What follows belongs to an exercise in optimizing a design on an open flow for small area and a short achievable clock period; a production flow would make more cautious choices. Function was checked by simulation only, so behaviour that the tests miss may differ from the original. Power and IR drop assume default switching activity.

--- flow/config.mk ---
export PLATFORM = sky130hd
export DESIGN_NAME = ec_rmw
export DESIGN_NICKNAME = ec_rmw
export VERILOG_FILES = /design/flow/design.v
export SDC_FILE = /design/flow/constraint.sdc
export NUM_CORES = 4
export LEC_CHECK = 0
export CAP_MARGIN = 20
export CORE_AREA = 5 5 260 260
export CTS_BUF_LIST = sky130_fd_sc_hd__clkbuf_4 sky130_fd_sc_hd__clkbuf_8
export DIE_AREA = 0 0 265 265
export SLEW_MARGIN = 20
--- flow/constraint.sdc ---
create_clock -name core_clock -period 12.0 [get_ports {clk}]
set_input_delay 2.4000 -clock core_clock [delete_from_list [all_inputs] [get_ports {clk}]]
set_output_delay 2.4000 -clock core_clock [all_outputs]
set_load 0.01 [all_outputs]
--- flow/design.v ---
module ec_encode (
    input  wire [255:0] data,
    output reg  [31:0]  check
);
    reg [15:0] rp;
    integer j, k;
    always @* begin
        for (j = 0; j < 16; j = j + 1) begin
            rp[j]         = ^data[16 * j +: 16];
            check[16 + j] = 1'b0;
            for (k = 0; k < 16; k = k + 1)
                check[16 + j] = check[16 + j] ^ data[16 * k + j];
        end
        for (j = 0; j < 16; j = j + 1)
            check[j] = rp[j] ^ rp[(j + 15) % 16];
    end
endmodule
module ec_classify (
    input  wire [31:0] synd,       
    output wire        zero,       
    output wire        cbit,       
    output wire        dbit,       
    output wire        spois,      
    output wire        uerr,       
    output wire [15:0] pair        
);
    wire [15:0] sr = synd[15:0];
    wire [15:0] sc = synd[31:16];
    function [3:1] ge3_16(input [15:0] x);
        reg [3:1] a, t;
        integer g, i, k;
        begin
            a = 3'b000;
            for (g = 0; g < 4; g = g + 1) begin
                t[1] = |x[4 * g +: 4];
                t[2] = (x[4*g] & (x[4*g+1] | x[4*g+2] | x[4*g+3])) | (x[4*g+1] & (x[4*g+2] | x[4*g+3])) |
                       (x[4*g+2] & x[4*g+3]);
                t[3] = (x[4*g] & x[4*g+1] & (x[4*g+2] | x[4*g+3])) | (x[4*g+2] & x[4*g+3] & (x[4*g] | x[4*g+1]));
                a = merge3(a, t);
            end
            ge3_16 = a;
        end
    endfunction
    function [3:1] merge3(input [3:1] a, input [3:1] b);
        begin
            merge3[1] = a[1] | b[1];
            merge3[2] = a[2] | b[2] | (a[1] & b[1]);
            merge3[3] = a[3] | b[3] | (a[2] & b[1]) | (a[1] & b[2]);
        end
    endfunction
    function [5:1] ge5_4(input [3:0] x);
        begin
            ge5_4[1] = |x;
            ge5_4[2] = (x[0] & (x[1] | x[2] | x[3])) | (x[1] & (x[2] | x[3])) | (x[2] & x[3]);
            ge5_4[3] = (x[0] & x[1] & (x[2] | x[3])) | (x[2] & x[3] & (x[0] | x[1]));
            ge5_4[4] = &x;
            ge5_4[5] = 1'b0;
        end
    endfunction
    function [5:1] merge5(input [5:1] a, input [5:1] b);
        integer k, i;
        reg [5:0] ea, eb;
        begin
            ea = {a, 1'b1};
            eb = {b, 1'b1};
            for (k = 1; k <= 5; k = k + 1) begin
                merge5[k] = 1'b0;
                for (i = 0; i <= k; i = i + 1)
                    merge5[k] = merge5[k] | (ea[i] & eb[k - i]);
            end
        end
    endfunction
    wire [3:1] wr = ge3_16(sr);
    wire [3:1] wc = ge3_16(sc);
    wire [15:0] zc = ~sc;
    wire [5:1] z0 = merge5(ge5_4(zc[3:0]),  ge5_4(zc[7:4]));
    wire [5:1] z1 = merge5(ge5_4(zc[11:8]), ge5_4(zc[15:12]));
    wire [5:1] zz = merge5(z0, z1);
    genvar r;
    generate
        for (r = 0; r < 16; r = r + 1) begin : g_pair
            assign pair[r] = sr[r] & sr[(r + 1) % 16];
        end
    endgenerate
    wire sr_one = wr[1] & ~wr[2];
    wire sc_one = wc[1] & ~wc[2];
    wire sr_two = wr[2] & ~wr[3];
    assign zero  = ~wr[1] & ~wc[1];
    assign spois = ~zz[5];
    assign cbit  = (sr_one & ~wc[1]) | (sc_one & ~wr[1]);
    assign dbit  = sc_one & sr_two & (|pair);
    assign uerr  = ~zero & ~spois & ~cbit & ~dbit;
endmodule
module ec_rmw (
    input  wire         clk,
    input  wire         rst_n,
    input  wire         in_valid,
    input  wire [1:0]   in_op,        
    input  wire [31:0]  in_mask,      
    input  wire [255:0] in_wdata,     
    input  wire [31:0]  in_wpoison,   
    input  wire [255:0] in_sdata,     
    input  wire [31:0]  in_scheck,    
    output reg          out_valid,
    output reg  [2:0]   out_class,
    output reg  [31:0]  out_synd,
    output reg  [255:0] out_rdata,
    output reg          out_poison,
    output reg          out_wb,
    output reg  [255:0] out_wdata,
    output reg  [31:0]  out_wcheck,
    output reg          out_ev_ce,
    output reg          out_ev_ue,
    output reg          out_ev_pw
);
    localparam OP_WRITE = 2'd1;
    localparam OP_SCRUB = 2'd2;
    wire        wr    = (in_op == OP_WRITE);
    wire        scrub = (in_op == OP_SCRUB);
    wire [31:0] keep  = ~(in_mask & {32{wr}});    
    reg [255:0] mraw;
    integer b;
    always @* begin
        for (b = 0; b < 32; b = b + 1)
            mraw[8 * b +: 8] = keep[b] ? in_sdata[8 * b +: 8] : in_wdata[8 * b +: 8];
    end
    wire [31:0] scalc, mcalc;
    ec_encode u_senc (.data(in_sdata), .check(scalc));
    ec_encode u_menc (.data(mraw),     .check(mcalc));
    wire [31:0] synd = in_scheck ^ scalc;
    wire [15:0] sc   = synd[31:16];
    wire        zero, cbit, dbit, spois, uerr;
    wire [15:0] pair;
    ec_classify u_cls (.synd(synd), .zero(zero), .cbit(cbit), .dbit(dbit), .spois(spois),
                       .uerr(uerr), .pair(pair));
    reg wfix_pre;
    integer r;
    always @* begin
        wfix_pre = 1'b0;
        for (r = 0; r < 16; r = r + 1)
            wfix_pre = wfix_pre | (pair[r] & ((keep[2 * r] & |sc[7:0]) | (keep[2 * r + 1] & |sc[15:8])));
    end
    reg         q_valid;
    reg         q_wr, q_scrub, q_full, q_wpm;
    reg [255:0] q_sdata;
    reg [255:0] q_mraw_n;    
    reg [31:0]  q_synd;
    reg [31:0]  q_mcalc;
    reg         q_wfix_pre;
    reg         q_zero, q_cbit, q_dbit, q_spois;
    always @(posedge clk) begin
        if (!rst_n)
            q_valid <= 1'b0;
        else
            q_valid <= in_valid;
        q_wr       <= wr;
        q_scrub    <= scrub;
        q_full     <= &in_mask;
        q_wpm      <= |(in_wpoison & in_mask);
        q_sdata    <= in_sdata;
        q_mraw_n   <= ~mraw;
        q_synd     <= synd;
        q_mcalc    <= mcalc;
        q_wfix_pre <= wfix_pre;
        q_zero     <= zero;
        q_cbit     <= cbit;
        q_dbit     <= dbit;
        q_spois    <= spois;
    end
    wire wfix = q_wfix_pre & q_dbit;              
    reg  [15:0]  row_fix, wrow_fix;
    reg  [255:0] flip, wflip;
    integer rr, c;
    always @* begin
        for (rr = 0; rr < 16; rr = rr + 1) begin
            row_fix[rr]  = q_synd[rr] & q_synd[(rr + 1) % 16] & q_dbit;
            wrow_fix[rr] = q_synd[rr] & q_synd[(rr + 1) % 16] & wfix;
        end
        for (rr = 0; rr < 16; rr = rr + 1)
            for (c = 0; c < 16; c = c + 1) begin
                flip[16 * rr + c]  = row_fix[rr] & q_synd[16 + c];
                wflip[16 * rr + c] = wrow_fix[rr] & q_synd[16 + c];
            end
    end
    wire uerr2     = ~q_zero & ~q_spois & ~q_cbit & ~q_dbit;
    wire corr      = q_cbit | q_dbit;
    wire bad       = ~q_zero & ~corr;              
    wire wpo       = q_wpm | (~q_full & bad);
    wire wb_poison = q_wr ? wpo : (q_scrub & uerr2);
    always @* begin
        out_valid  = q_valid;
        out_class  = {uerr2, q_dbit | q_spois, q_cbit | q_spois};
        out_synd   = q_synd;
        out_rdata  = q_sdata ^ flip;
        out_poison = q_wr ? wpo : bad;
        out_wb     = q_wr | (q_scrub & (corr | uerr2));
        out_wdata  = ~q_mraw_n ^ wflip;
        out_wcheck = q_mcalc ^ (q_synd & {32{wfix}}) ^ {{16{wb_poison}}, 16'h0000};
        out_ev_ce  = corr & ~(q_wr & q_full);
        out_ev_ue  = uerr2 & ~(q_wr & q_full);
        out_ev_pw  = wb_poison;
    end
endmodule
--- flow/flow/run.sh ---
#!/bin/bash
# The standard layout (the standard.sh: unchanged synthesis, floorplan, power
# grid, placement, CTS and routing) with these changes to how it is made:
#  - the port buffers that global placement inserts are buf_1 cells instead of
#    the resizer's default pick;
#  - pins may sit on adjacent routing tracks, so the ports fit a smaller die;
set -euo pipefail
export BUFFER_PORTS_ARGS="-buffer_cell sky130_fd_sc_hd__buf_1"
export SETUP_SLACK_MARGIN=6.7
export PLACE_PINS_ARGS="-min_distance 1 -min_distance_in_tracks"
bash standard.sh finish > flow_make.log 2>&1
--- flow/standard.sh ---
#!/bin/bash
# synth_recipe.tcl (not shown) runs the flow's synth.tcl, then flattens the netlist and writes it again
# the make line also repeats each setting of config.mk as NAME=value (left out here)
make -C /OpenROAD-flow-scripts/flow DESIGN_CONFIG=/design/flow/config.mk WORK_HOME=/design/flow/orfs CLKGATE_MAP_FILE= SYNTH_SCRIPT=/design/flow/synth_recipe.tcl "${@:-finish}"
==> results.cfg, run 1 <==
[worst_setup_path]
path_delay_family = XOR/XNOR gates
required_ps = 12590
worstSetupPathType = input port to register
cp_common_cell = xnor2_1
path_cells = buf_1, xor2_1, xnor2_1, xnor3_1, xnor2_1, or4_1, or2_2, a22o_1, a32o_1, a211oi_2, o2111ai_1
crit_slowest_cell = or4_1
critPathCaptureType = register
path_buf_inv = 1
worstPathArrival_ps = 5830
crit_fanout = 18
max_stage_delay_ps = 660
start_kind = input port

[sta]
setup_violations = 0
slew_viol_final = 0
tightestPinTransition_ps = 991.6
min_period_ps = 5243
timing.fmax_mhz = 190.7
tns_ps = 0
rsz0062_at_grt = false
maxSlewHeadroom_pct = 33.42
finalCritPeriodShare_pct = 43.70
hold_ws_ps = 1869
hold_viol_final = 0

[drt]
routed_wl_mm = 158.3
drtPass1Iterations = 5
post_drt_wl_per_cell_um = 28.30
ant_nets = 0
viasPerCell = 5.362
drc = 0
drt_iter0_drc = 2960
via_count = 29991

[global_route]
grt_antenna_before_repair = 56
grt_pass1_vias = 29850
grt_usage_pct = 42.40
grt_pass1_wl_mm = 215.9
grt_max_degree = 37
grt_overflow = 0

[floorplan]
start_util_pct = 51.32
core_area_um2 = 64460
die_area_um2 = 70230
die_h_um = 265
rows = 93
die-width_um = 265
io_pins = 1198

[cells_and_area]
nets = 5231
fin_area_um2 = 40940
fill_cells = 5913
layout-drive-gt1-share_pct = 5.900
area_delta_synth_final_pct = 23.77
utilization_pct = 63.51

[clock_network]
cts_max_path_buffers = 3
htreeDepth = 3
cts_tree = built
numClockSinks = 586
numCtsBuffers = 104
cts.hold.buffers_added = 0
clockRootBuffer = clkbuf_8
clkTransAtPathRegs_ps = 60

[hold_path]
hold_path.class = input port to register

[placement]
portBuffers = 1197
gp_congestion = 1.036
dpl-instance-area_um2 = 38300
dp_hpwl_mm = 126.8

[logic_synthesis]
yosysSeqAreaShare_pct = 35.46
synth_flop_cell = dfxtp_1
syn_area_um2 = 33080
synth_edf_count = 0
syn_inst = 3416
postSynthRegisterBits = 586
ys_warn_count = 3
syn_nets = 4029
syn_area_per_cell_um2 = 9.684
synth.distinct_cells = 69
async_flop_share_pct = 0

[run_status]
outcome = no timing/DRC/antenna violations

[power]
p_leak_uw = 0.01546
p_per_area_nw_per_um2 = 207.7
peakVddDrop_mv = 0.1259

[job]
maxCapViolCount = 0
## sequential cells by signal (all words and copies together), names as in the netlist
name,flops
q_mraw_n,256
q_sdata,256
q_mcalc,32
q_synd,32
q_cbit,1
q_dbit,1
q_full,1
q_scrub,1
q_spois,1
q_valid,1
q_wfix_pre,1
q_wpm,1
q_wr,1
q_zero,1
## cell type report
class,count,area [um^2],area share [%]
repair buffers,1212,4627,11.30
flip-flops and latches,586,11750,28.69
diodes,43,107.6,0.2628
multi-input cells,2686,20960,51.19
inverters,28,105.1,0.2567
clock buffers,155,2014,4.920
clock inverters,28,314.1,0.7670
well taps,855,1070,2.613
## per-layer routing
metal	share of wire, %	GRT usage [%]	wire length (um)	up-vias
met5	0.16	0.8784	252	-
met1	38	52.43	60370	14187
met3	12	15.50	18920	477
li1	-	-	-	13316
met4	6.6	23.27	10380	28
met2	43	64.35	68350	1983
## what timing repair did
item | in CTS | in global routing
endpoints found under the setup margin | 540 | 78
gates resized for setup | 47 | 19
buffers inserted | 0 | 1
## cell usage after synthesis, types with 3 or more instances
| master | count | share of area (%) |
|---|---|---|
| xor3_1 | 17 | 1.2 |
| a22o_1 | 5 | 0.13 |
| a21oi_1 | 10 | 0.15 |
| nor2_1 | 274 | 3.1 |
| or3_1 | 5 | 0.095 |
| nor2b_1 | 4 | 0.076 |
| inv_1 | 27 | 0.31 |
| xor2_1 | 142 | 3.8 |
| o22ai_1 | 9 | 0.17 |
| buf_1 | 12 | 0.14 |
| nand3_1 | 32 | 0.48 |
| clkbuf_1 | 95 | 1.1 |
| xnor2_2 | 3 | 0.15 |
| or4_1 | 5 | 0.11 |
| o211ai_1 | 5 | 0.11 |
| dfxtp_1 | 586 | 35 |
| and2_1 | 9 | 0.17 |
| a211oi_1 | 4 | 0.091 |
| maj3_1 | 8 | 0.24 |
| a31oi_1 | 4 | 0.076 |
| mux2i_1 | 258 | 7.8 |
| and3_1 | 17 | 0.32 |
| nand4_1 | 14 | 0.26 |
| o21ai_0 | 10 | 0.15 |
| a22oi_1 | 29 | 0.66 |
| or2_2 | 4 | 0.076 |
| nand2b_1 | 4 | 0.076 |
| a221oi_1 | 3 | 0.079 |
| xnor3_1 | 16 | 1.1 |
| o2111ai_1 | 3 | 0.079 |
| a21o_1 | 3 | 0.068 |
| nor3_1 | 8 | 0.12 |
| buf_2 | 7 | 0.11 |
| xnor2_1 | 1388 | 37 |
| and4b_1 | 3 | 0.091 |
| nand2_1 | 352 | 4.0 |
## cell families after synthesis
family | Yosys count | synth area share (%)
xor gates and xnor gates | 1566 | 42.97
muxes | 259 | 7.840
adders and majority gates | 8 | 0.2421
and+or+nand+nor | 744 | 9.331
DFF | 586 | 35.46
AOI/OAI and AO/OA | 109 | 2.466
buffers and inverters | 144 | 1.694
## where the power goes
part / internal, uW / switching (uW)
logic: 1360 / 2580
clock network: 1200 / 908
registers: 2200 / 252
## placed cells by master (no fill, tap or decap), types with 29 or more instances in the layout
master | Yosys | routed
mux2i_1 | 258 | 258
nor2_1 | 274 | 274
xor2_1 | 142 | 142
dfxtp_1 | 586 | 579
xnor2_1 | 1388 | 1383
nand2_1 | 352 | 342
buf_1 | 12 | 1192
diode_2 | 0 | 43
clkbuf_8 | 0 | 136
a22oi_1 | 29 | 29
## per-stage QoR
step           worst slack [ps]  total power [uW]  instances
4_1_cts                    6704              8370       5549
6_report                   6757              8505       5593
2_1_floorplan              6864              4813       3416
3_5_place_dp               5874              6258       5366
3_3_place_gp               5908              6259       5366
5_1_grt                    6702              8751       5587
## final timing paths
path,startpoint,end,slack (ps),cells past startpoint
setup / recovery,in_sdata[7],q_wfix_pre,6760,11
hold / removal,in_sdata[181],q_sdata[181],1870,1
==> run 2: changes to the inputs <==
--- a/flow/flow/run.sh
+++ b/flow/flow/run.sh
@@ -8,3 +8,3 @@
 export BUFFER_PORTS_ARGS="-buffer_cell sky130_fd_sc_hd__buf_1"
-export SETUP_SLACK_MARGIN=6.7
+export SETUP_SLACK_MARGIN=7
 export PLACE_PINS_ARGS="-min_distance 1 -min_distance_in_tracks"
--- a/flow/config.mk
+++ b/flow/config.mk
@@ -10,2 +10,4 @@
 export CTS_BUF_LIST = sky130_fd_sc_hd__clkbuf_4 sky130_fd_sc_hd__clkbuf_8
+export CTS_CLUSTER_DIAMETER = 50
+export CTS_CLUSTER_SIZE = 12
 export DIE_AREA = 0 0 265 265
==> results.cfg, run 2 <==
[worst_setup_path]
crit_slowest_cell = or4_4
max_stage_delay_ps = 560
required_ps = 12580
path_cells = buf_1, xnor2_1, xnor2_1, xnor2_1, xor3_1, inv_1, or4_4, or2_2, nor3_1, o31a_1, nand4_1, nor4_1
worstSetupPathType = input port to register
path_buf_inv = 2
critPathCaptureType = register
path_delay_family = simple AND/OR/NAND/NOR gates
worstPathArrival_ps = 5620
crit_fanout = 19
crit_start = in_sdata[205]
cp_common_cell = xnor2_1
start_kind = input port

[hold_path]
min_delay_path_depth = 1
hold_path_end = q_sdata[214]
hold_start = in_sdata[214]
hold_path.class = input port to register

[drt]
drt_iter0_drc = 3210
drtPass1Iterations = 6
routed_wl_mm = 155.0
ant_nets = 0
viasPerCell = 5.360
via_count = 29889
drc = 0
post_drt_wl_per_cell_um = 27.80

[cells_and_area]
area_delta_synth_final_pct = 24.29
fin_area_um2 = 41120
final_common_cell = xnor2_1
ff_latch_area_um2 = 11740
layout-drive-gt1-share_pct = 7.103
fill_cells = 5976
multi_input_area_um2 = 21420
nets = 5225
final_cell_mix = 1354 x xnor2_1, 1171 x buf_1, 582 x dfxtp_1
biggestRegsByFlops = q_mraw_n x256, q_sdata x256

[global_route]
grt_usage_pct = 41.46
grt_pass1_wl_mm = 212.1
grt_antenna_before_repair = 50
grt_pass1_vias = 29429
grt_overflow = 0
grt_max_degree = 34

[logic_synthesis]
syn_nets = 4029
synth_flop_cell = dfxtp_1
synth_top_area_cell = xnor2_1
yosysSeqAreaShare_pct = 35.46
async_flop_share_pct = 0
syn_area_um2 = 33080
syn_inst = 3416
synth.distinct_cells = 69
yosys.cell_count.top_type = xnor2_1
syn_area_per_cell_um2 = 9.684
postSynthRegisterBits = 586
ys_warn_count = 3
synth_area_leaders = xnor2_1 37%, dfxtp_1 35%, mux2i_1 7.8%
synth.top_cell.area_share_pct = 36.75
synthTopCellsByCount = 1388 x xnor2_1, 586 x dfxtp_1, 352 x nand2_1
synth_edf_count = 0

[clock_network]
clkTransAtPathRegs_ps = 80
clockRootBuffer = clkbuf_8
cts_max_path_buffers = 3
cts_tree = built
htreeDepth = 3
numCtsBuffers = 81
cts.hold.buffers_added = 0
numClockSinks = 586

[run_status]
outcome = no timing/DRC/antenna violations

[sta]
slew_viol_final = 0
rsz0062_at_grt = true
hold_viol_final = 0
tightestPinTransition_ps = 789.8
tns_ps = 0
maxSlewHeadroom_pct = 45.84
timing.fmax_mhz = 198.7
min_period_ps = 5032
finalCritPeriodShare_pct = 41.94
setup_violations = 0
hold_ws_ps = 1883

[floorplan]
die_area_um2 = 70230
start_util_pct = 51.32
die_h_um = 265
io_pins = 1198
rows = 93
die-width_um = 265
core_area_um2 = 64460

[power]
peakVddDrop_mv = 0.1438
p_leak_uw = 0.01548
p_per_area_nw_per_um2 = 202.3

[placement]
dp_hpwl_mm = 124.4
gp_congestion = 1.042
portBuffers = 1197
dpl-instance-area_um2 = 38490

[job]
maxCapViolCount = 0
## run 2: cell counts after synthesis
Identical to the previous run, type by type.
## run 2: metrics by stage
stage	power (uW)	util, %	setup slack [ps]	instances
after floorplan	4852	-	6978	3416
after global placement	6309	59.71	5897	5373
after detailed placement	6316	59.71	5885	5373
after CTS	8156	63.20	6976	5524
after global routing	8575	63.75	6863	5569
final	8319	63.78	6968	5576
## run 2: metal layers
metal  track usage, %  vias up  part of all wire (%)
met2            63.22     2056                    43
met1            52.45    14082                    39
met3            12.69      436                    12
met4            22.97       12                   6.4
li1                 -    13303                     -
met5            1.081        -                 0.075
## run 2: kinds of logic (layout without fill, tap and decap cells)
family | after synthesis | count (layout) | synth area share [%]
mux | 259 | 259 | 7.840
buf+inv | 144 | 1402 | 1.694
fa+ha+maj | 8 | 8 | 0.2421
flops | 586 | 586 | 35.46
simple gates | 744 | 744 | 9.331
xor+xnor | 1566 | 1566 | 42.97
other cells | 0 | 47 | 0
compound gates | 109 | 109 | 2.466
## run 2: final cells by class
type,count,area share [%]
clock buffers,98,3.144
clock inverters,47,1.266
inverters,28,0.2556
diodes,47,0.2861
well taps,855,2.602
repair buffers,1229,11.78
multi-input cells,2686,52.10
flip-flops and latches,586,28.56
## run 2: how the worst max path moves through the flow
stage                      to  slack, ps  cells past startpoint
6_report               q_dbit       6970                     12
5_1_grt                q_dbit       6860                     12
4_1_cts        out_wdata[160]       6980                      5
3_5_place_dp       q_wfix_pre       5890                     12
3_3_place_gp       q_wfix_pre       5900                     12
2_1_floorplan      q_wfix_pre       6980                     12
## run 2: where the power goes
group | internal, uW | switching, uW | total, uW
Combinational | 1450 | 2650 | 4100
Sequential | 2200 | 224 | 2420
Clock | 895 | 904 | 1800
Total | 4540 | 3780 | 8320
## run 2: what timing repair did
action	in CTS	in global routing
gates resized for setup	91	53
buffers inserted	4	5
pin swaps	1	6
cloned	2	0
setup endpoints to repair	549	40
==> run 3: changes to the inputs <==
--- a/flow/config.mk
+++ b/flow/config.mk
@@ -7,8 +7,6 @@
 export LEC_CHECK = 0
-export CAP_MARGIN = 20
+export CAP_MARGIN = 5
 export CORE_AREA = 5 5 260 260
 export CTS_BUF_LIST = sky130_fd_sc_hd__clkbuf_4 sky130_fd_sc_hd__clkbuf_8
-export CTS_CLUSTER_DIAMETER = 50
-export CTS_CLUSTER_SIZE = 12
 export DIE_AREA = 0 0 265 265
-export SLEW_MARGIN = 20
+export SLEW_MARGIN = 5
==> results.cfg, run 3 <==
[clock_network]
numClockSinks = 586
numCtsBuffers = 102
cts.hold.buffers_added = 0
htreeDepth = 3
clkTransAtPathRegs_ps = 70
cts_tree = built
clockRootBuffer = clkbuf_8
cts_max_path_buffers = 3

[drt]
routed_wl_mm = 155.2
viasPerCell = 5.318
post_drt_wl_per_cell_um = 27.65
drt_iter0_drc = 3018
via_count = 29846
ant_nets = 0
drtPass1Iterations = 6
drc = 0

[logic_synthesis]
syn_area_um2 = 33080
synth.distinct_cells = 69
synthSimpleGateAreaFrac_pct = 9.331
yosysSeqAreaShare_pct = 35.46
synth_xor_area_share_pct = 42.97
yosys.cell_count.top_type = xnor2_1
synth_area_leaders = xnor2_1 37%, dfxtp_1 35%, mux2i_1 7.8%
syn_nets = 4029
ys_warn_count = 3
synth_top_family_by_area = XOR/XNOR gates
syn_inst = 3416
synth_flop_cell = dfxtp_1
synth_top_area_cell = xnor2_1
synth_compound_area_share_pct = 2.466
synth.mux.area_fraction_pct = 7.840
syn_area_per_cell_um2 = 9.684
synthTopCellsByCount = 1388 x xnor2_1, 586 x dfxtp_1, 352 x nand2_1
synth_edf_count = 0
postSynthRegisterBits = 586
synthAdderAreaFrac_pct = 0.2421
synth.top_cell.area_share_pct = 36.75
async_flop_share_pct = 0

[worst_setup_path]
required_ps = 9600
crit_fanout = 17
crit_start = q_synd[12]
worstPathArrival_ps = 2650
path_cells = nand3_2, nor2_1, xnor2_1, buf_1
critPathCaptureType = output pin
crit_slowest_cell = dfxtp_1
start_kind = register
cp-endpoint = out_wdata[207]
max_stage_delay_ps = 620
worstSetupPathType = register to output pin

[cells_and_area]
area_delta_synth_final_pct = 24.91
final_common_cell = xnor2_1
stdcell_count = 5612
nets = 5246
final_cell_mix = 1359 x xnor2_1, 1176 x buf_1, 582 x dfxtp_1
biggestRegsByFlops = q_mraw_n x256, q_sdata x256
layout-drive-gt1-share_pct = 7.516

[placement]
dp_hpwl_mm = 124.4
portBuffers = 1197
dp.cells = 5373
gp_congestion = 1.042

[global_route]
grt_usage_pct = 41.52
grt_overflow = 0
grt_max_degree = 34
grt_antenna_before_repair = 52
grt_pass1_vias = 29579
grt_pass1_wl_mm = 212.2

[floorplan]
io_pins = 1198
die-width_um = 265
rows = 93
die_area_um2 = 70230
die_h_um = 265
core_area_um2 = 64460
start_util_pct = 51.32

[sta]
tns_ps = 0
finalCritPeriodShare_pct = 42.06
timing.fmax_mhz = 198.1
setup_violations = 0
min_period_ps = 5047
hold_viol_final = 0
maxSlewHeadroom_pct = 41.33
tightestPinTransition_ps = 855.6
rsz0062_at_grt = true
slew_viol_final = 0

[power]
peakVddDrop_mv = 0.1207
p_leak_uw = 0.01565
p_per_area_nw_per_um2 = 205.0

[run_status]
outcome = no timing/DRC/antenna violations

[job]
maxCapViolCount = 0

[hold_path]
hold_path.class = input port to register
==> run 3: cell counts after synthesis <==
No cell type changed its count.
==> run 3: power by group <==
part | switching [uW] | internal, uW | leakage (uW)
logic | 2670 | 1450 | 0.00957
registers | 201 | 2200 | 0.00494
clock network | 890 | 1060 | 0.00114
total | 3760 | 4710 | 0.0157
==> run 3: how the worst min path moves through the flow <==
stage / startpoint / end / slack (ps) / depth (start not counted)
CTS: in_valid / q_valid / 1840 / 2
floorplan: in_sdata[0] / q_sdata[0] / 2430 / 0
finish: in_valid / q_valid / 1880 / 2
detailed placement: in_sdata[133] / q_sdata[133] / 2600 / 1
global placement: in_valid / q_valid / 2590 / 2
global route: in_sdata[51] / q_sdata[51] / 1870 / 1
==> run 3: cell families after synthesis <==
family,count (synthesis)
AO/OA/AOI/OAI,109
XOR/XNOR,1566
adder cells (fa/ha/maj),8
buffers and inverters,144
flip-flops,586
multiplexers,259
AND/OR/NAND/NOR,744
==> run 3: worst max-delay path, delay by kind of cell, from the launching register on <==
kind,cells,cell delay [ps]
buffers and inverters,1,250
flip-flops,1,620
AND/OR/NAND/NOR,2,880
XOR/XNOR,1,160
==> run 3: what timing repair did <==
item                       4_1_cts  5_1_grt
setup buffers                    2        8
setup endpoints to repair      548       28
pin swaps                        1        6
cloned                           1        0
resized for setup               86       37
==> run 3: area by class of cell <==
cell class,count,area [um^2]
Fill cell,5942,23140
Multi-Input combinational cell,2686,21310
Sequential cell,586,11740
Timing Repair Buffer,1229,4843
Clock buffer,154,1944
Tap cell,855,1070
Clock inverter,27,188.9
Antenna cell,47,117.6
Inverter,28,105.1
==> run 3: stage by stage <==
stage / hold WS (ps) / setup slack (ps) / utilization [%] / area (um^2) / total power (uW)
final: 1877 / 6953 / 64.10 / 41320 / 8471
after global routing: 1871 / 6904 / 64.07 / 41300 / 8736
after CTS: 1840 / 6988 / 63.51 / 40940 / 8301
after detailed placement: 2601 / 5885 / 59.71 / 38490 / 6316
after global placement: 2593 / 5897 / 59.71 / 38490 / 6309
after floorplan: 2428 / 6978 / - / 33240 / 4852
==> run 3: layer usage <==
metal	track usage [%]	up-vias	part of all wire, %
met1	52.19	14062	38
met5	0	-	0.069
met3	13.55	425	12
met2	63.39	1987	43
li1	-	13356	-
met4	22.56	16	6.4
==> run 4: changes to the inputs <==
--- a/flow/config.mk
+++ b/flow/config.mk
@@ -7,3 +7,3 @@
 export LEC_CHECK = 0
-export CAP_MARGIN = 5
+export CAP_MARGIN = 20
 export CORE_AREA = 5 5 260 260
@@ -11,2 +11,3 @@
 export DIE_AREA = 0 0 265 265
-export SLEW_MARGIN = 5
+export PLACE_DENSITY = 0.7
+export SLEW_MARGIN = 20
==> results.cfg, run 4 <==
[worst_setup_path]
critPathCaptureType = output pin
path_cells = buf_6, buf_16, buf_4, and3_2, nand2_1, xnor2_1, buf_1
path_delay_family = simple AND/OR/NAND/NOR gates
max_stage_delay_ps = 590
crit_fanout = 16
start_kind = register
path_buf_inv = 4
required_ps = 9600
crit_slowest_cell = and3_2
worstSetupPathType = register to output pin
worstPathArrival_ps = 2710

[clock_network]
cts_tree = built
clockRootBuffer = clkbuf_8
clkTransAtPathRegs_ps = 70
cts_max_path_buffers = 3
numCtsBuffers = 101
numClockSinks = 586
cts.hold.buffers_added = 0
htreeDepth = 3

[cells_and_area]
multi_input_area_um2 = 21480
layout-drive-gt1-share_pct = 8.104
fin_area_um2 = 41690
nets = 5257
final_cell_mix = 1349 x xnor2_1, 1170 x buf_1, 578 x dfxtp_1
stdcell_count = 5608
fill_cells = 5628
ff_latch_area_um2 = 11750
area_delta_synth_final_pct = 26.03
final_common_cell = xnor2_1
biggestRegsByFlops = q_mraw_n x256, q_sdata x256

[global_route]
grt_overflow = 0
grt_max_degree = 34
grt_pass1_vias = 29935
grt_usage_pct = 41.96
grt_pass1_wl_mm = 213.9
grt_antenna_before_repair = 35

[logic_synthesis]
synthTopCellsByCount = 1388 x xnor2_1, 586 x dfxtp_1, 352 x nand2_1
postSynthRegisterBits = 586
yosysSeqAreaShare_pct = 35.46
synth.distinct_cells = 69
synth_edf_count = 0
synth_top_area_cell = xnor2_1
syn_nets = 4029
yosys.cell_count.top_type = xnor2_1
synth_area_leaders = xnor2_1 37%, dfxtp_1 35%, mux2i_1 7.8%
async_flop_share_pct = 0
syn_inst = 3416
synth.top_cell.area_share_pct = 36.75
ys_warn_count = 3
syn_area_um2 = 33080
synth_flop_cell = dfxtp_1
syn_area_per_cell_um2 = 9.684

[sta]
min_period_ps = 5106
tns_ps = 0
finalCritPeriodShare_pct = 42.55
hold_viol_final = 0
setup_slack_ps = 6894
setup_violations = 0
tightestPinTransition_ps = 1024
maxSlewHeadroom_pct = 29.78
rsz0062_at_grt = true
slew_viol_final = 0
timing.fmax_mhz = 195.8

[power]
p_switching_uw = 3814
p_per_area_nw_per_um2 = 206.5
p_leak_uw = 0.01587
power_uw = 8610
seqPwrFrac_pct = 29.0
p_int_uw = 4796
comb_power_share_pct = 47.3
switching_share_pct = 44.30
clkPwrFrac_pct = 23.8
peakVddDrop_mv = 0.1523

[hold_path]
hold_path.class = input port to register

[floorplan]
rows = 93
die_area_um2 = 70230
core_area_um2 = 64460
start_util_pct = 51.32
die_h_um = 265
die-width_um = 265
io_pins = 1198

[drt]
viasPerCell = 5.420
via_count = 30395
ant_nets = 0
post_drt_wl_per_cell_um = 28.24
drc = 0
drtPass1Iterations = 5
routed_wl_mm = 158.3
drt_iter0_drc = 3257

[placement]
dp.cells = 5368
place_ws_ps = 5927
gp_congestion = 1.053
dp_hpwl_mm = 126.4
portBuffers = 1197
dpl-instance-area_um2 = 38460

[job]
maxCapViolCount = 0

[run_status]
outcome = no timing/DRC/antenna violations
-- run 4: per-stage QoR --
step / hold slack [ps] / utilization, %
after floorplan: 2428 / -
after global placement: 2601 / 59.66
after detailed placement: 2606 / 59.66
after CTS: 1817 / 63.85
after global routing: 1856 / 64.66
final: 1858 / 64.68
-- run 4: kinds of logic after synthesis --
logic type | after synthesis | share of synthesized area (%)
AO/OA/AOI/OAI | 109 | 2.466
multiplexers | 259 | 7.840
adder cells (fa/ha/maj) | 8 | 0.2421
buffers and inverters | 144 | 1.694
XOR/XNOR | 1566 | 42.97
AND/OR/NAND/NOR | 744 | 9.331
flip-flops | 586 | 35.46
-- run 4: repair_timing --
action / in CTS / in global routing
pin swaps: 2 / 9
endpoints found under the setup margin: 548 / 142
buffers inserted: 14 / 12
gates resized for setup: 92 / 65
cloned: 1 / 1
-- run 4: area by class of cell --
class                   count  share of cell area [%]
well taps                 855                   2.566
diodes                     27                  0.1621
clock buffers             167                   5.018
repair buffers           1240                   11.90
flip-flops and latches    586                   28.17
clock inverters            18                  0.4171
inverters                  28                  0.2521
multi-input cells        2687                   51.52
-- run 4: power by group through the flow --
stage	clock (uW)	sequential, uW	combinational, uW
CTS	2050	2460	3880
finish	2050	2500	4070
global route	2140	2510	4200
detailed placement	0	2480	3810
floorplan	0	2370	2480
global placement	0	2480	3830
-- run 4: routing by layer --
layer,vias to the layer above,track usage [%],part of all wire (%)
li1,13365,-,-
met1,14305,51.37,37
met2,2194,63.87,43
met3,511,15.36,13
met4,20,23.94,6.5
met5,-,0.2703,0.11
-- run 4: final timing paths --
path                startpoint              to  depth (start not counted)
setup / recovery        q_dbit  out_rdata[254]                          7
hold / removal    in_sdata[79]     q_sdata[79]                          1
==> run 5: changes to the inputs <==
--- a/flow/config.mk
+++ b/flow/config.mk
@@ -11,3 +11,3 @@
 export DIE_AREA = 0 0 265 265
-export PLACE_DENSITY = 0.7
+export GPL_ROUTABILITY_DRIVEN = 0
 export SLEW_MARGIN = 20
==> results.cfg, run 5 <==
[logic_synthesis]
yosysSeqAreaShare_pct = 35.46
postSynthRegisterBits = 586
syn_area_um2 = 33080
async_flop_share_pct = 0
syn_area_per_cell_um2 = 9.684
synth_flop_cell = dfxtp_1
synth_area_leaders = xnor2_1 37%, dfxtp_1 35%, mux2i_1 7.8%
syn_nets = 4029
syn_inst = 3416
yosys.cell_count.top_type = xnor2_1
synth.top_cell.area_share_pct = 36.75
synthTopCellsByCount = 1388 x xnor2_1, 586 x dfxtp_1, 352 x nand2_1
synth_top_area_cell = xnor2_1
ys_warn_count = 3
synth_edf_count = 0
synth.distinct_cells = 69

[worst_setup_path]
path_buf_inv = 1
required_ps = 9600
cp_num_cells = 4
worstPathArrival_ps = 2650
critPathCaptureType = output pin
crit_fanout = 16
max_stage_delay_ps = 640
path_delay_family = simple AND/OR/NAND/NOR gates
path_cells = nand3_2, nor2_1, xnor2_1, buf_1
crit_slowest_cell = dfxtp_1
worstSetupPathType = register to output pin
start_kind = register

[drt]
via_count = 29879
routed_wl_mm = 154.8
ant_nets = 0
post_drt_wl_per_cell_um = 27.65
drtPass1Iterations = 6
drc = 0
viasPerCell = 5.337
drt_iter0_drc = 3035

[sta]
maxSlewHeadroom_pct = 39.35
setup_violations = 0
rsz0062_at_grt = true
tightestPinTransition_ps = 900.3
finalCritPeriodShare_pct = 42.09
min_period_ps = 5051
timing.fmax_mhz = 198.0
hold_viol_final = 0
tns_ps = 0
slew_viol_final = 0

[power]
p_leak_uw = 0.01564
peakVddDrop_mv = 0.1305
p_per_area_nw_per_um2 = 204.3

[clock_network]
cts_max_path_buffers = 3
numCtsBuffers = 103
numClockSinks = 586
clkTransAtPathRegs_ps = 70
clockRootBuffer = clkbuf_8
cts_tree = built
htreeDepth = 3
cts.hold.buffers_added = 0

[floorplan]
core_area_um2 = 64460
die-width_um = 265
rows = 93
die_area_um2 = 70230
die_h_um = 265
io_pins = 1198
start_util_pct = 51.32

[cells_and_area]
layout-drive-gt1-share_pct = 7.388
final_cell_mix = 1359 x xnor2_1, 1165 x buf_1, 579 x dfxtp_1
fin_area_um2 = 41290
final_common_cell = xnor2_1
nets = 5243
area_delta_synth_final_pct = 24.82
biggestRegsByFlops = q_mraw_n x256, q_sdata x256

[run_status]
outcome = no timing/DRC/antenna violations

[placement]
dp_hpwl_mm = 124.2
portBuffers = 1197
dpl-instance-area_um2 = 38470

[hold_path]
hold_path.class = input port to register
hold_path_end = q_sdata[232]
min_delay_path_depth = 1
hold_start = in_sdata[232]

[global_route]
grt_overflow = 0
grt_pass1_vias = 29432
grt_pass1_wl_mm = 210.6
grt_antenna_before_repair = 57
grt_usage_pct = 41.30
grt_max_degree = 34

[job]
maxCapViolCount = 0
==> run 5: cell counts after synthesis <==
Identical to the previous run, type by type.
==> run 5: layer usage <==
metal | GRT usage, % | vias up | part of all wire [%]
met1 | 51.69 | 14058 | 39
met4 | 23.51 | 26 | 6.5
met3 | 14.21 | 448 | 12
met2 | 62.22 | 2004 | 43
li1 | - | 13343 | -
met5 | 0.2703 | - | 0.096
==> run 5: logic make-up after synthesis <==
kind of cell    after synthesis  share of synthesized area [%]
fa+ha+maj                     8                         0.2421
buf+inv                     144                          1.694
simple gates                744                          9.331
xor+xnor                   1566                          42.97
compound gates              109                          2.466
flops                       586                          35.46
mux                         259                          7.840
==> run 5: worst max path at each step <==
stage / endpoint / from
after floorplan: q_wfix_pre / in_sdata[102]
after global placement: q_wfix_pre / in_sdata[125]
after detailed placement: q_wfix_pre / in_sdata[125]
after CTS: out_wdata[5] / q_synd[0]
after global routing: q_cbit / in_sdata[168]
final: out_wdata[248] / q_synd[0]
==> run 5: repair_timing <==
| item | in CTS | in global routing |
|---|---|---|
| endpoints found under the setup margin | 549 | 63 |
| pin swaps | 1 | 1 |
| cloned | 1 | 0 |
| hold endpoints to repair | 0 | 0 |
| buffers inserted | 9 | 1 |
| resized for setup | 83 | 58 |
==> run 5: cell type report <==
cell class / count / area (um^2)
Inverter: 28 / 105.1
Tap cell: 855 / 1070
Antenna cell: 46 / 115.1
Multi-Input combinational cell: 2686 / 21330
Timing Repair Buffer: 1225 / 4838
Clock buffer: 160 / 2014
Sequential cell: 586 / 11750
Fill cell: 5981 / 23170
Clock inverter: 12 / 71.32
==> run 5: power breakdown <==
group          switching, uW  internal (uW)  total (uW)
Clock                    877           1050        1930
Sequential               265           2200        2470
Combinational           2600           1430        4030
Total                   3750           4690        8430
==> run 5: metrics by stage <==
step	setup slack (ps)	util, %	std cells	hold WS, ps	power (uW)
final	6949	64.05	5598	1867	8435
after global routing	6860	64.03	5592	1848	8699
after CTS	6801	63.54	5551	1835	8266
after detailed placement	5860	59.68	5369	2602	6295
after global placement	5908	59.66	5368	2593	6279
after floorplan	6978	-	3416	2428	4852
==> run 6: changes to the inputs <==
--- a/flow/config.mk
+++ b/flow/config.mk
@@ -11,3 +11,2 @@
 export DIE_AREA = 0 0 265 265
-export GPL_ROUTABILITY_DRIVEN = 0
 export SLEW_MARGIN = 20
==> results.cfg, run 6 <==
[run_status]
outcome = no timing/DRC/antenna violations

[worst_setup_path]
start_kind = register
crit_fanout = 17
critPathCaptureType = output pin
required_ps = 9600
worstSetupPathType = register to output pin
worstPathArrival_ps = 2650

[clock_network]
htreeDepth = 3
cts.hold.buffers_added = 0
cts_tree = built
cts_max_path_buffers = 3
clkTransAtPathRegs_ps = 70
numClockSinks = 586
numCtsBuffers = 102
clockRootBuffer = clkbuf_8

[drt]
post_drt_wl_per_cell_um = 27.65
ant_nets = 0
drtPass1Iterations = 6
drc = 0
viasPerCell = 5.318
via_count = 29846
drt_iter0_drc = 3018
routed_wl_mm = 155.2

[logic_synthesis]
synth.distinct_cells = 69
syn_area_um2 = 33080
postSynthRegisterBits = 586
synth_edf_count = 0
ys_warn_count = 3
yosys.cell_count.top_type = xnor2_1
synth_flop_cell = dfxtp_1
async_flop_share_pct = 0
synth_top_area_cell = xnor2_1
synthTopCellsByCount = 1388 x xnor2_1, 586 x dfxtp_1, 352 x nand2_1
yosysSeqAreaShare_pct = 35.46
synth_area_leaders = xnor2_1 37%, dfxtp_1 35%, mux2i_1 7.8%
synth.top_cell.area_share_pct = 36.75
syn_area_per_cell_um2 = 9.684
syn_nets = 4029
syn_inst = 3416

[power]
p_switching_uw = 3764
seqPwrFrac_pct = 28.4
switching_share_pct = 44.44
peakVddDrop_mv = 0.1207
p_leak_uw = 0.01565
clkPwrFrac_pct = 23.0
comb_power_share_pct = 48.7
p_int_uw = 4707
p_per_area_nw_per_um2 = 205.0
power_uw = 8471

[sta]
min_period_ps = 5047
tns_ps = 0
maxSlewHeadroom_pct = 41.33
rsz0062_at_grt = true
hold_viol_final = 0
finalCritPeriodShare_pct = 42.06
slew_viol_final = 0
hold_ws_ps = 1877
setup_violations = 0
tightestPinTransition_ps = 855.6
timing.fmax_mhz = 198.1

[placement]
gp_congestion = 1.042
dpl-instance-area_um2 = 38490
portBuffers = 1197
dp_hpwl_mm = 124.4
dp.cells = 5373

[cells_and_area]
fill_cells = 5942
layout-drive-gt1-share_pct = 7.516
area_delta_synth_final_pct = 24.91
final_cell_mix = 1359 x xnor2_1, 1176 x buf_1, 582 x dfxtp_1
stdcell_count = 5612
nets = 5246
fin_area_um2 = 41320
final_common_cell = xnor2_1
biggestRegsByFlops = q_mraw_n x256, q_sdata x256

[floorplan]
die-width_um = 265
rows = 93
die_area_um2 = 70230
die_h_um = 265
core_area_um2 = 64460
io_pins = 1198
start_util_pct = 51.32

[global_route]
grt_pass1_wl_mm = 212.2
grt_pass1_vias = 29579
grt_max_degree = 34
grt_overflow = 0
grt_antenna_before_repair = 52
grt_usage_pct = 41.52

[hold_path]
hold_path.class = input port to register

[job]
maxCapViolCount = 0
==> run 6: power groups by stage <==
stage	clock, uW	sequential, uW	combinational [uW]
2_1_floorplan	0	2370	2480
3_3_place_gp	0	2420	3890
3_5_place_dp	0	2420	3890
4_1_cts	1950	2400	3950
5_1_grt	2040	2420	4270
6_report	1950	2400	4120
==> run 6: cell families after synthesis <==
kind of cell	count (synthesis)	synth area share, %
adders and majority gates	8	0.2421
xor gates and xnor gates	1566	42.97
buffers and inverters	144	1.694
AOI/OAI and AO/OA	109	2.466
muxes	259	7.840
and+or+nand+nor	744	9.331
DFF	586	35.46
==> run 6: worst paths after layout <==
kind	start	end	slack (ps)	cells past startpoint
setup / recovery	q_synd[12]	out_wdata[207]	6950	4
hold / removal	in_valid	q_valid	1880	2
==> run 6: layout make-up <==
cell class	instances	area (um^2)	area share, %
timing repair buffer	1229	4843	11.72
inverter	28	105.1	0.2543
tap	855	1070	2.589
sequential	586	11740	28.42
antenna	47	117.6	0.2846
clock buffer	154	1944	4.705
multi-input combinational	2686	21310	51.57
clock inverter	27	188.9	0.4572
==> run 6: routing by layer <==
metal	vias to the layer above	routed length, um	track usage (%)
met4	16	9876	22.56
li1	13356	-	-
met5	-	107	0
met3	425	18880	13.55
met2	1987	67080	63.39
met1	14062	59220	52.19
==> run 6: critical path, stage by stage (launching register included) <==
cell	delay, ps
dfxtp_1	620
nand3_2	580
nor2_1	300
xnor2_1	160
buf_1	250
==> run 6: through the flow <==
step	worst slack [ps]	utilization, %
CTS	6988	63.51
global placement	5897	59.71
finish	6953	64.10
detailed placement	5885	59.71
floorplan	6978	-
global route	6904	64.07
==> run 6: timing repair <==
action / in CTS / in global routing
setup buffers: 2 / 8
pin swaps: 1 / 6
cloned: 1 / 0
resized for setup: 86 / 37
endpoints found under the setup margin: 548 / 28
==> run 7: changes to the inputs <==
--- a/flow/flow/run.sh
+++ b/flow/flow/run.sh
@@ -8,3 +8,3 @@
 export BUFFER_PORTS_ARGS="-buffer_cell sky130_fd_sc_hd__buf_1"
-export SETUP_SLACK_MARGIN=7
+export SETUP_SLACK_MARGIN=7.2
 export PLACE_PINS_ARGS="-min_distance 1 -min_distance_in_tracks"
==> results.cfg, run 7 <==
[cells_and_area]
area_delta_synth_final_pct = 29.77
biggestRegsByFlops = q_mraw_n x256, q_sdata x256
final_cell_mix = 1312 x xnor2_1, 1119 x buf_1, 570 x dfxtp_1
layout-drive-gt1-share_pct = 11.17
nets = 5276
final_common_cell = xnor2_1
fill_cells = 5631

[logic_synthesis]
syn_inst = 3416
syn_area_um2 = 33080
synth_area_leaders = xnor2_1 37%, dfxtp_1 35%, mux2i_1 7.8%
postSynthRegisterBits = 586
syn_nets = 4029
syn_area_per_cell_um2 = 9.684
synth.distinct_cells = 69
yosys.cell_count.top_type = xnor2_1
synth.top_cell.area_share_pct = 36.75
synth_edf_count = 0
async_flop_share_pct = 0
synth_flop_cell = dfxtp_1
yosysSeqAreaShare_pct = 35.46
synthTopCellsByCount = 1388 x xnor2_1, 586 x dfxtp_1, 352 x nand2_1
synth_top_area_cell = xnor2_1
ys_warn_count = 3

[drt]
viasPerCell = 5.368
post_drt_wl_per_cell_um = 28.06
drc = 0
via_count = 30244
drt_iter0_drc = 2816
ant_nets = 0
routed_wl_mm = 158.1
drtPass1Iterations = 5

[worst_setup_path]
required_ps = 12600
critPathCaptureType = register
path_cells = buf_1, nor2b_2, buf_4, nand2_1, mux2i_1, xnor2_1, xnor2_1, xnor2_1, xnor2_1, xor2_1
path_delay_family = XOR/XNOR gates
start_kind = input port
max_stage_delay_ps = 630
worstPathArrival_ps = 5550
cp_common_cell = xnor2_1
worstSetupPathType = input port to register
crit_slowest_cell = mux2i_1
crit_fanout = 33
path_buf_inv = 2

[power]
p_per_area_nw_per_um2 = 206.2
p_leak_uw = 0.01644
peakVddDrop_mv = 0.1448

[global_route]
grt_overflow = 0
grt_pass1_wl_mm = 212.9
grt_usage_pct = 41.87
grt_antenna_before_repair = 42
grt_max_degree = 34
grt_pass1_vias = 29491

[sta]
maxSlewHeadroom_pct = 43.33
timing.fmax_mhz = 202.3
setup_violations = 0
tightestPinTransition_ps = 848.0
finalCritPeriodShare_pct = 41.19
hold_viol_final = 0
slew_viol_final = 0
hold_ws_ps = 1849
min_period_ps = 4943
rsz0062_at_grt = true
tns_ps = 0

[hold_path]
hold_start = in_valid
min_delay_path_depth = 2
hold_path_end = q_valid
hold_path.class = input port to register

[clock_network]
cts.hold.buffers_added = 0
cts_tree = built
clockRootBuffer = clkbuf_8
clkTransAtPathRegs_ps = 60
numCtsBuffers = 103
htreeDepth = 3
cts_max_path_buffers = 3
numClockSinks = 586

[placement]
gp_congestion = 1.029
dp_hpwl_mm = 125.0
portBuffers = 1197

[run_status]
outcome = no timing/DRC/antenna violations

[floorplan]
start_util_pct = 51.32
die_h_um = 265
io_pins = 1198
die-width_um = 265
core_area_um2 = 64460
die_area_um2 = 70230
rows = 93

[job]
maxCapViolCount = 0
[run 7: cell counts after synthesis]
Identical to the previous run, type by type.
[run 7: kinds of logic after synthesis]
kind of cell	count (synthesis)	share of synthesized area (%)
DFF	586	35.46
buffers and inverters	144	1.694
and+or+nand+nor	744	9.331
adders and majority gates	8	0.2421
muxes	259	7.840
AOI/OAI and AO/OA	109	2.466
xor gates and xnor gates	1566	42.97
[run 7: through the flow]
| stage | utilization (%) | instances | total power (uW) | cell area (um^2) | setup WS (ps) |
|---|---|---|---|---|---|
| after global routing | 66.58 | 5631 | 9089 | 42920 | 7064 |
| after global placement | 59.65 | 5366 | 6280 | 38450 | 5888 |
| after detailed placement | 59.65 | 5366 | 6287 | 38450 | 5824 |
| after CTS | 65.17 | 5578 | 8601 | 42010 | 7140 |
| after floorplan | - | 3416 | 4857 | 33250 | 6985 |
| final | 66.59 | 5634 | 8852 | 42930 | 7057 |
[run 7: final cells by class]
cell class              instances  area (um^2)  area share, %
diodes                         36        90.09         0.2099
clock buffers                 163         2062          4.803
clock inverters                22        284.0         0.6616
inverters                      28        105.1         0.2448
multi-input cells            2687        22140          51.58
flip-flops and latches        586        11770          27.41
well taps                     855         1070          2.492
repair buffers               1257         5409          12.60
[run 7: worst max-delay path by stage]
stage                    to           from  cells past startpoint
2_1_floorplan    q_wfix_pre  in_sdata[102]                     11
3_3_place_gp     q_wfix_pre  in_sdata[125]                     12
3_5_place_dp     q_wfix_pre  in_sdata[125]                     12
4_1_cts        out_wdata[0]      q_synd[0]                      4
5_1_grt              q_cbit   in_sdata[52]                     11
6_report        q_mcalc[12]       in_op[0]                     10
[run 7: repair_timing]
item / in CTS / in global routing
gates cloned: 3 / 1
endpoints found under the setup margin: 557 / 163
setup buffers: 24 / 19
pin swaps: 19 / 29
gates resized for setup: 215 / 141
[run 7: metal layers]
| metal | vias up | track usage, % | wire length, um |
|---|---|---|---|
| met3 | 464 | 13.57 | 19120 |
| met2 | 2022 | 63.40 | 68290 |
| met5 | - | 0 | 96 |
| met1 | 14325 | 52.81 | 60100 |
| li1 | 13419 | - | - |
| met4 | 14 | 23.59 | 10450 |
[run 7: report_power, final]
| group | internal (uW) | switching, uW | leakage (uW) |
|---|---|---|---|
| combinational | 1560 | 2670 | 0.0103 |
| clock | 1220 | 905 | 0.00124 |
| sequential | 2210 | 287 | 0.00494 |
| total | 4990 | 3860 | 0.0164 |
==> run 8: changes to the inputs <==
--- a/flow/flow/run.sh
+++ b/flow/flow/run.sh
@@ -8,3 +8,3 @@
 export BUFFER_PORTS_ARGS="-buffer_cell sky130_fd_sc_hd__buf_1"
-export SETUP_SLACK_MARGIN=7.2
+export SETUP_SLACK_MARGIN=7.1
 export PLACE_PINS_ARGS="-min_distance 1 -min_distance_in_tracks"
==> results.cfg, run 8 <==
[worst_setup_path]
worstSetupPathType = register to output pin
crit_fanout = 16
critPathCaptureType = output pin
start_kind = register
required_ps = 9600
worstPathArrival_ps = 2510

[logic_synthesis]
async_flop_share_pct = 0
synth.top_cell.area_share_pct = 36.75
synth_area_leaders = xnor2_1 37%, dfxtp_1 35%, mux2i_1 7.8%
syn_inst = 3416
yosys.cell_count.top_type = xnor2_1
synth_compound_area_share_pct = 2.466
synthAdderAreaFrac_pct = 0.2421
syn_area_um2 = 33080
synth_top_area_cell = xnor2_1
synth.mux.area_fraction_pct = 7.840
postSynthRegisterBits = 586
synth_xor_area_share_pct = 42.97
synth.distinct_cells = 69
syn_nets = 4029
yosysSeqAreaShare_pct = 35.46
syn_area_per_cell_um2 = 9.684
synthSimpleGateAreaFrac_pct = 9.331
synth_edf_count = 0
ys_warn_count = 3
synth_top_family_by_area = XOR/XNOR gates
synthTopCellsByCount = 1388 x xnor2_1, 586 x dfxtp_1, 352 x nand2_1
synth_flop_cell = dfxtp_1

[clock_network]
cts_max_path_buffers = 3
htreeDepth = 3
cts_tree = built
numCtsBuffers = 103
numClockSinks = 586
clockRootBuffer = clkbuf_8
clkTransAtPathRegs_ps = 60

[drt]
routed_wl_mm = 156.1
via_count = 30060
drtPass1Iterations = 6
ant_nets = 0
drc = 0
drt_iter0_drc = 3104
viasPerCell = 5.346
post_drt_wl_per_cell_um = 27.77

[sta]
rsz0062_at_grt = true
finalCritPeriodShare_pct = 40.88
slew_viol_final = 0
min_period_ps = 4905
setup_violations = 0
timing.fmax_mhz = 203.9
hold_ws_ps = 1850
tns_ps = 0
maxSlewHeadroom_pct = 42.77
hold_viol_final = 0
tightestPinTransition_ps = 856.3
setup_slack_ps = 7095

[power]
power_uw = 8671
p_leak_uw = 0.01600
p_per_area_nw_per_um2 = 206.0
peakVddDrop_mv = 0.1497

[cells_and_area]
final_common_cell = xnor2_1
fill_cells = 5748
fin_area_um2 = 42090
final_cell_mix = 1344 x xnor2_1, 1154 x buf_1, 577 x dfxtp_1
nets = 5263
layout-drive-gt1-share_pct = 8.985
area_delta_synth_final_pct = 27.22
biggestRegsByFlops = q_mraw_n x256, q_sdata x256

[hold_path]
hold_path_end = q_valid
hold_start = in_valid
hold_path.class = input port to register
min_delay_path_depth = 2

[floorplan]
rows = 93
io_pins = 1198
core_area_um2 = 64460
die_h_um = 265
die_area_um2 = 70230
start_util_pct = 51.32
die-width_um = 265

[global_route]
grt_overflow = 0
grt_antenna_before_repair = 43
grt_pass1_wl_mm = 211.2
grt_pass1_vias = 29225
grt_max_degree = 34
grt_usage_pct = 41.54

[job]
maxCapViolCount = 0

[placement]
dpl-instance-area_um2 = 38450
gp_congestion = 1.029
place_ws_ps = 5824
portBuffers = 1197
dp_hpwl_mm = 125.0

[run_status]
outcome = no timing/DRC/antenna violations
==> run 8: layer usage <==
layer / GRT usage [%] / wire [um]
met1: 52.34 / 59430
met2: 62.78 / 67130
met3: 13.82 / 19080
met4: 23.20 / 10400
met5: 0 / 111
==> run 8: worst max-delay path by stage <==
stage                        from             end  depth (start not counted)
CTS                     q_synd[8]  out_wdata[117]                          4
finish                 q_synd[14]  out_rdata[238]                          4
detailed placement  in_sdata[125]      q_wfix_pre                         12
global route           q_synd[14]  out_rdata[232]                          4
global placement    in_sdata[125]      q_wfix_pre                         12
floorplan           in_sdata[102]      q_wfix_pre                         11
==> run 8: cell families after synthesis <==
family,after synthesis
flip-flops,586
multiplexers,259
buffers and inverters,144
AND/OR/NAND/NOR,744
adder cells (fa/ha/maj),8
AO/OA/AOI/OAI,109
XOR/XNOR,1566
==> run 8: cell type report <==
cell class	instances	area (um^2)	share of cell area, %
diodes	38	95.09	0.2259
clock buffers	163	2062	4.900
clock inverters	22	284.0	0.6749
inverters	28	105.1	0.2497
multi-input cells	2687	21620	51.38
flip-flops and latches	586	11750	27.93
well taps	855	1070	2.542
repair buffers	1244	5095	12.11
==> run 8: per-stage QoR <==
step	utilization, %	instances
detailed placement	59.65	5366
finish	65.28	5623
global placement	59.65	5366
CTS	63.96	5556
floorplan	-	3416
global route	65.27	5619
==> run 8: worst max-delay path: stages, from the launching register on <==
cell and delay [ps]:
dfxtp_1 530, and3_2 630, nand2_1 140, xnor2_1 160
buf_1 310
==> run 8: timing repair <==
item / in CTS / in global routing
endpoints found under the setup margin: 549 / 398
gates cloned: 0 / 1
pin swaps: 1 / 7
hold buffers: 0 / 0
setup buffers: 5 / 28
resized for setup: 117 / 87
==> run 8: report_power, final <==
| part | total [uW] | switching, uW | internal, uW |
|---|---|---|---|
| logic | 4060 | 2610 | 1450 |
| registers | 2480 | 277 | 2210 |
| clock network | 2130 | 908 | 1220 |
==> run 9: changes to the inputs <==
--- a/flow/config.mk
+++ b/flow/config.mk
@@ -8,5 +8,5 @@
 export CAP_MARGIN = 20
-export CORE_AREA = 5 5 260 260
+export CORE_AREA = 5 5 270 270
 export CTS_BUF_LIST = sky130_fd_sc_hd__clkbuf_4 sky130_fd_sc_hd__clkbuf_8
-export DIE_AREA = 0 0 265 265
+export DIE_AREA = 0 0 275 275
 export SLEW_MARGIN = 20
==> results.cfg, run 9 <==
[power]
p_leak_uw = 0.01602
p_per_area_nw_per_um2 = 205.2
peakVddDrop_mv = 0.1491
power_uw = 8643

[worst_setup_path]
required_ps = 9600
worstSetupPathType = register to output pin
start_kind = register
crit_start = q_synd[8]
crit_slowest_cell = dfxtp_1
max_stage_delay_ps = 640
critPathCaptureType = output pin
crit_fanout = 16
cp-endpoint = out_wdata[133]
worstPathArrival_ps = 2630
path_cells = nand3_2, nor2_1, xnor2_1, buf_1

[logic_synthesis]
synth_area_leaders = xnor2_1 37%, dfxtp_1 35%, mux2i_1 7.8%
synth.top_cell.area_share_pct = 36.75
synth_edf_count = 0
yosys.cell_count.top_type = xnor2_1
synthTopCellsByCount = 1388 x xnor2_1, 586 x dfxtp_1, 352 x nand2_1
postSynthRegisterBits = 586
async_flop_share_pct = 0
synth_flop_cell = dfxtp_1
syn_area_um2 = 33080
syn_area_per_cell_um2 = 9.684
syn_inst = 3416
ys_warn_count = 3
synth_top_area_cell = xnor2_1
synth.distinct_cells = 69
yosysSeqAreaShare_pct = 35.46
syn_nets = 4029

[global_route]
grt_max_degree = 34
grt_usage_pct = 39.76
grt_pass1_wl_mm = 214.8
grt_pass1_vias = 29341
grt_antenna_before_repair = 32
grt_overflow = 0

[cells_and_area]
final_common_cell = xnor2_1
nets = 5269
utilization_pct = 60.37
biggestRegsByFlops = q_mraw_n x256, q_sdata x256
final_cell_mix = 1335 x xnor2_1, 1155 x buf_1, 578 x dfxtp_1
layout-drive-gt1-share_pct = 9.072
area_delta_synth_final_pct = 27.35
fill_cells = 6433
stdcell_count = 5692
fin_area_um2 = 42130

[floorplan]
rows = 97
die_h_um = 275
io_pins = 1198
die_area_um2 = 75630
core_area_um2 = 69790
die-width_um = 275
start_util_pct = 47.40

[sta]
hold_viol_final = 0
slew_viol_final = 0
setup_violations = 0
min_period_ps = 5033
tightestPinTransition_ps = 877.8
maxSlewHeadroom_pct = 41.34
rsz0062_at_grt = true
tns_ps = 0
finalCritPeriodShare_pct = 41.94
timing.fmax_mhz = 198.7

[placement]
gp_congestion = 1.037
dp.cells = 5456
dpl-instance-area_um2 = 38600
portBuffers = 1197
dp_hpwl_mm = 128.9

[drt]
routed-wl-met3_mm = 19.31
via_count = 30187
post_drt_wl_per_cell_um = 28.30
dr.max_layer_used = met5
drtPass1Iterations = 8
drc = 0
viasPerCell = 5.303
routed_wl_mm = 161.1
wl_met2_mm = 69.10
ant_nets = 0
drt_iter0_drc = 3070
met1_length_mm = 63.17

[clock_network]
clockRootBuffer = clkbuf_8
cts.hold.buffers_added = 0
cts_max_path_buffers = 3
clkTransAtPathRegs_ps = 60
numClockSinks = 586
numCtsBuffers = 104
htreeDepth = 3
cts_tree = built

[job]
maxCapViolCount = 0

[hold_path]
hold_path.class = input port to register

[run_status]
outcome = no timing/DRC/antenna violations
==> run 9: cell counts after synthesis <==
Identical to the previous run, type by type.
==> run 9: final cells by class <==
type	count	area, um^2	area share, %
inverter	28	105.1	0.2495
clock inverter	13	115.1	0.2732
sequential	586	11750	27.89
timing repair buffer	1249	5144	12.21
antenna	23	57.56	0.1366
multi-input combinational	2687	21710	51.53
tap	940	1176	2.792
clock buffer	166	2072	4.918
==> run 9: metrics by stage <==
stage / hold WS (ps) / setup WS (ps)
after CTS: 1814 / 6936
after global routing: 1848 / 6885
final: 1859 / 6967
after detailed placement: 2596 / 5875
after global placement: 2594 / 5925
after floorplan: 2428 / 6985
==> run 9: worst min-delay path by stage <==
stage	startpoint	endpoint	slack (ps)	depth (start not counted)
2_1_floorplan	in_sdata[0]	q_sdata[0]	2430	0
3_3_place_gp	in_valid	q_valid	2590	2
3_5_place_dp	in_valid	q_valid	2600	2
4_1_cts	in_valid	q_valid	1810	2
5_1_grt	in_sdata[189]	q_sdata[189]	1850	1
6_report	in_valid	q_valid	1860	2
==> run 9: power by group <==
group,switching (uW),internal [uW]
Clock,893,1110
Combinational,2700,1470
Sequential,262,2210
==> run 9: layer usage <==
metal | GRT usage (%) | vias to the layer above
met1 | 50.33 | 14287
met2 | 60.47 | 2033
met3 | 14.09 | 460
li1 | - | 13387
met5 | 0 | -
met4 | 19.23 | 20
==> run 9: logic make-up (layout without fill, tap and decap cells) <==
logic type | count (synthesis) | count (layout) | synth area share [%]
AO/OA/AOI/OAI | 109 | 109 | 2.466
multiplexers | 259 | 259 | 7.840
flip-flops | 586 | 586 | 35.46
other | 0 | 23 | 0
AND/OR/NAND/NOR | 744 | 745 | 9.331
XOR/XNOR | 1566 | 1566 | 42.97
buffers and inverters | 144 | 1456 | 1.694
adder cells (fa/ha/maj) | 8 | 8 | 0.2421
==> run 9: worst max-delay path: cells and delay by family (launching register included) <==
kind,cells,cell delay [ps]
simple gates,2,840
xor+xnor,1,150
buf+inv,1,280
flops,1,640
==> run 9: repair_timing <==
action / 4_1_cts / 5_1_grt
setup endpoints to repair: 548 / 354
gates resized for setup: 121 / 95
pin swaps: 2 / 8
buffers inserted: 23 / 8
gates cloned: 1 / 2
==> run 10: changes to the inputs <==
--- a/flow/config.mk
+++ b/flow/config.mk
@@ -8,5 +8,6 @@
 export CAP_MARGIN = 20
-export CORE_AREA = 5 5 270 270
+export CORE_AREA = 5 5 250 250
 export CTS_BUF_LIST = sky130_fd_sc_hd__clkbuf_4 sky130_fd_sc_hd__clkbuf_8
-export DIE_AREA = 0 0 275 275
+export DIE_AREA = 0 0 255 255
+export PLACE_DENSITY = 0.68
 export SLEW_MARGIN = 20
==> results.cfg, run 10 <==
[run_status]
outcome = no timing/DRC/antenna violations

[sta]
finalCritPeriodShare_pct = 41.11
setup_slack_ps = 7067
maxSlewHeadroom_pct = 45.09
slew_viol_final = 0
rsz0062_at_grt = true
tns_ps = 0
timing.fmax_mhz = 202.7
hold_viol_final = 0
min_period_ps = 4933
setup_violations = 0
tightestPinTransition_ps = 821.6

[global_route]
grt_overflow = 0
grtUsageMet1_pct = 55.57
grt_util_met3_pct = 14.96
grt_pass1_wl_mm = 208.1
busiest_layer = met2
grt_antenna_before_repair = 45
grt_max_degree = 34
grt_pass1_vias = 29692
met2_usage_pct = 66.40
grt_usage_pct = 44.40

[power]
seqPwrFrac_pct = 28.4
p_leak_uw = 0.01581
peakVddDrop_mv = 0.1317
p_int_uw = 4829
comb_power_share_pct = 48.4
switching_share_pct = 43.92
p_per_area_nw_per_um2 = 206.9
clkPwrFrac_pct = 23.2
p_switching_uw = 3783

[drt]
via_count = 30734
drc = 0
drt_iter0_drc = 3041
ant_nets = 0
viasPerCell = 5.570
post_drt_wl_per_cell_um = 28.16
routed_wl_mm = 155.4
drtPass1Iterations = 6

[logic_synthesis]
syn_inst = 3416
yosysSeqAreaShare_pct = 35.46
syn_area_um2 = 33080
synth.top_cell.area_share_pct = 36.75
synthTopCellsByCount = 1388 x xnor2_1, 586 x dfxtp_1, 352 x nand2_1
synth_flop_cell = dfxtp_1
yosys.cell_count.top_type = xnor2_1
synth_area_leaders = xnor2_1 37%, dfxtp_1 35%, mux2i_1 7.8%
async_flop_share_pct = 0
syn_nets = 4029
synth_top_area_cell = xnor2_1
syn_area_per_cell_um2 = 9.684
synth_edf_count = 0
ys_warn_count = 3
synth.distinct_cells = 69
postSynthRegisterBits = 586

[placement]
dp.cells = 5287
dp_hpwl_mm = 124.1
portBuffers = 1197
place_ws_ps = 5912
gp_congestion = 1.045

[hold_path]
hold_path.class = input port to register
hold_start = in_sdata[47]

[floorplan]
start_util_pct = 55.84
core_area_um2 = 59240
rows = 89
die-width_um = 255
io_pins = 1198
die_area_um2 = 65030
die_h_um = 255

[cells_and_area]
final_common_cell = xnor2_1
utilization_pct = 70.27
stdcell_count = 5518
layout-drive-gt1-share_pct = 8.583
fill_cells = 5017
final_cell_mix = 1342 x xnor2_1, 1161 x buf_1, 580 x dfxtp_1
area_delta_synth_final_pct = 25.84
biggestRegsByFlops = q_mraw_n x256, q_sdata x256
nets = 5251

[clock_network]
numCtsBuffers = 102
clkTransAtPathRegs_ps = 70
clockRootBuffer = clkbuf_8
cts.hold.buffers_added = 0
numClockSinks = 586
cts_tree = built
htreeDepth = 3
cts_max_path_buffers = 3

[worst_setup_path]
worstSetupPathType = register to output pin
required_ps = 9600
crit_start = q_synd[9]
critPathCaptureType = output pin
crit_fanout = 16
start_kind = register
worstPathArrival_ps = 2530

[job]
maxCapViolCount = 0
-- run 10: cell counts after synthesis --
Identical to the previous run, type by type.
-- run 10: per-stage QoR --
stage          total power [uW]  instance area, um^2  hold slack [ps]
2_1_floorplan              4857                33250             2428
3_3_place_gp               6287                38370             2596
3_5_place_dp               6297                38370             2604
4_1_cts                    8351                41040             1846
5_1_grt                    8838                41610             1884
6_report                   8612                41630             1876
-- run 10: layout make-up --
cell class	instances	area, um^2	share of cell area, %
Timing Repair Buffer	1234	4916	11.81
Tap cell	773	967.2	2.323
Clock buffer	162	2036	4.890
Inverter	28	105.1	0.2525
Antenna cell	38	95.09	0.2284
Clock inverter	11	140.1	0.3366
Multi-Input combinational cell	2686	21630	51.95
Sequential cell	586	11750	28.22
-- run 10: final timing paths --
kind / depth (start not counted) / end
min: 1 / q_sdata[47]
max: 4 / out_rdata[140]
-- run 10: kinds of logic after synthesis --
| kind of cell | count (synthesis) | share of synthesized area (%) |
|---|---|---|
| AO/OA/AOI/OAI | 109 | 2.466 |
| XOR/XNOR | 1566 | 42.97 |
| adder cells (fa/ha/maj) | 8 | 0.2421 |
| buffers and inverters | 144 | 1.694 |
| flip-flops | 586 | 35.46 |
| multiplexers | 259 | 7.840 |
| AND/OR/NAND/NOR | 744 | 9.331 |
-- run 10: layer usage --
| metal | wire [um] | share of wire, % |
|---|---|---|
| met5 | 244 | 0.16 |
| met4 | 11650 | 7.5 |
| met3 | 21150 | 14 |
| met2 | 65290 | 42 |
| met1 | 57050 | 37 |
-- run 10: critical path, cell delays in order (launching register included) --
cell	delay, ps
dfxtp_1	600
and3_2	660
nand2_1	160
xnor2_1	220
buf_1	180
-- run 10: what timing repair did --
item / CTS / global route
endpoints found under the hold margin: 0 / 0
pin swaps: 2 / 10
cloned: 1 / 0
gates resized for setup: 119 / 84
setup buffers: 8 / 11
endpoints found under the setup margin: 551 / 88
-- run 10: power by group through the flow --
stage	combinational, uW	clock (uW)	sequential [uW]
after floorplan	2480	0	2370
after detailed placement	3850	0	2450
after CTS	3940	1990	2420
after global placement	3850	0	2440
after global routing	4300	2080	2460
final	4170	2000	2450

Re-timed with assumed drivers on the ports (clkbuf_16 on the clock, buf_2 on other inputs), run 10 has 7.005 ns of setup slack against 7.067 ns with ideal ports, and 6.337 ns once port delays also move by the mid clock arrival of 0.768 ns.
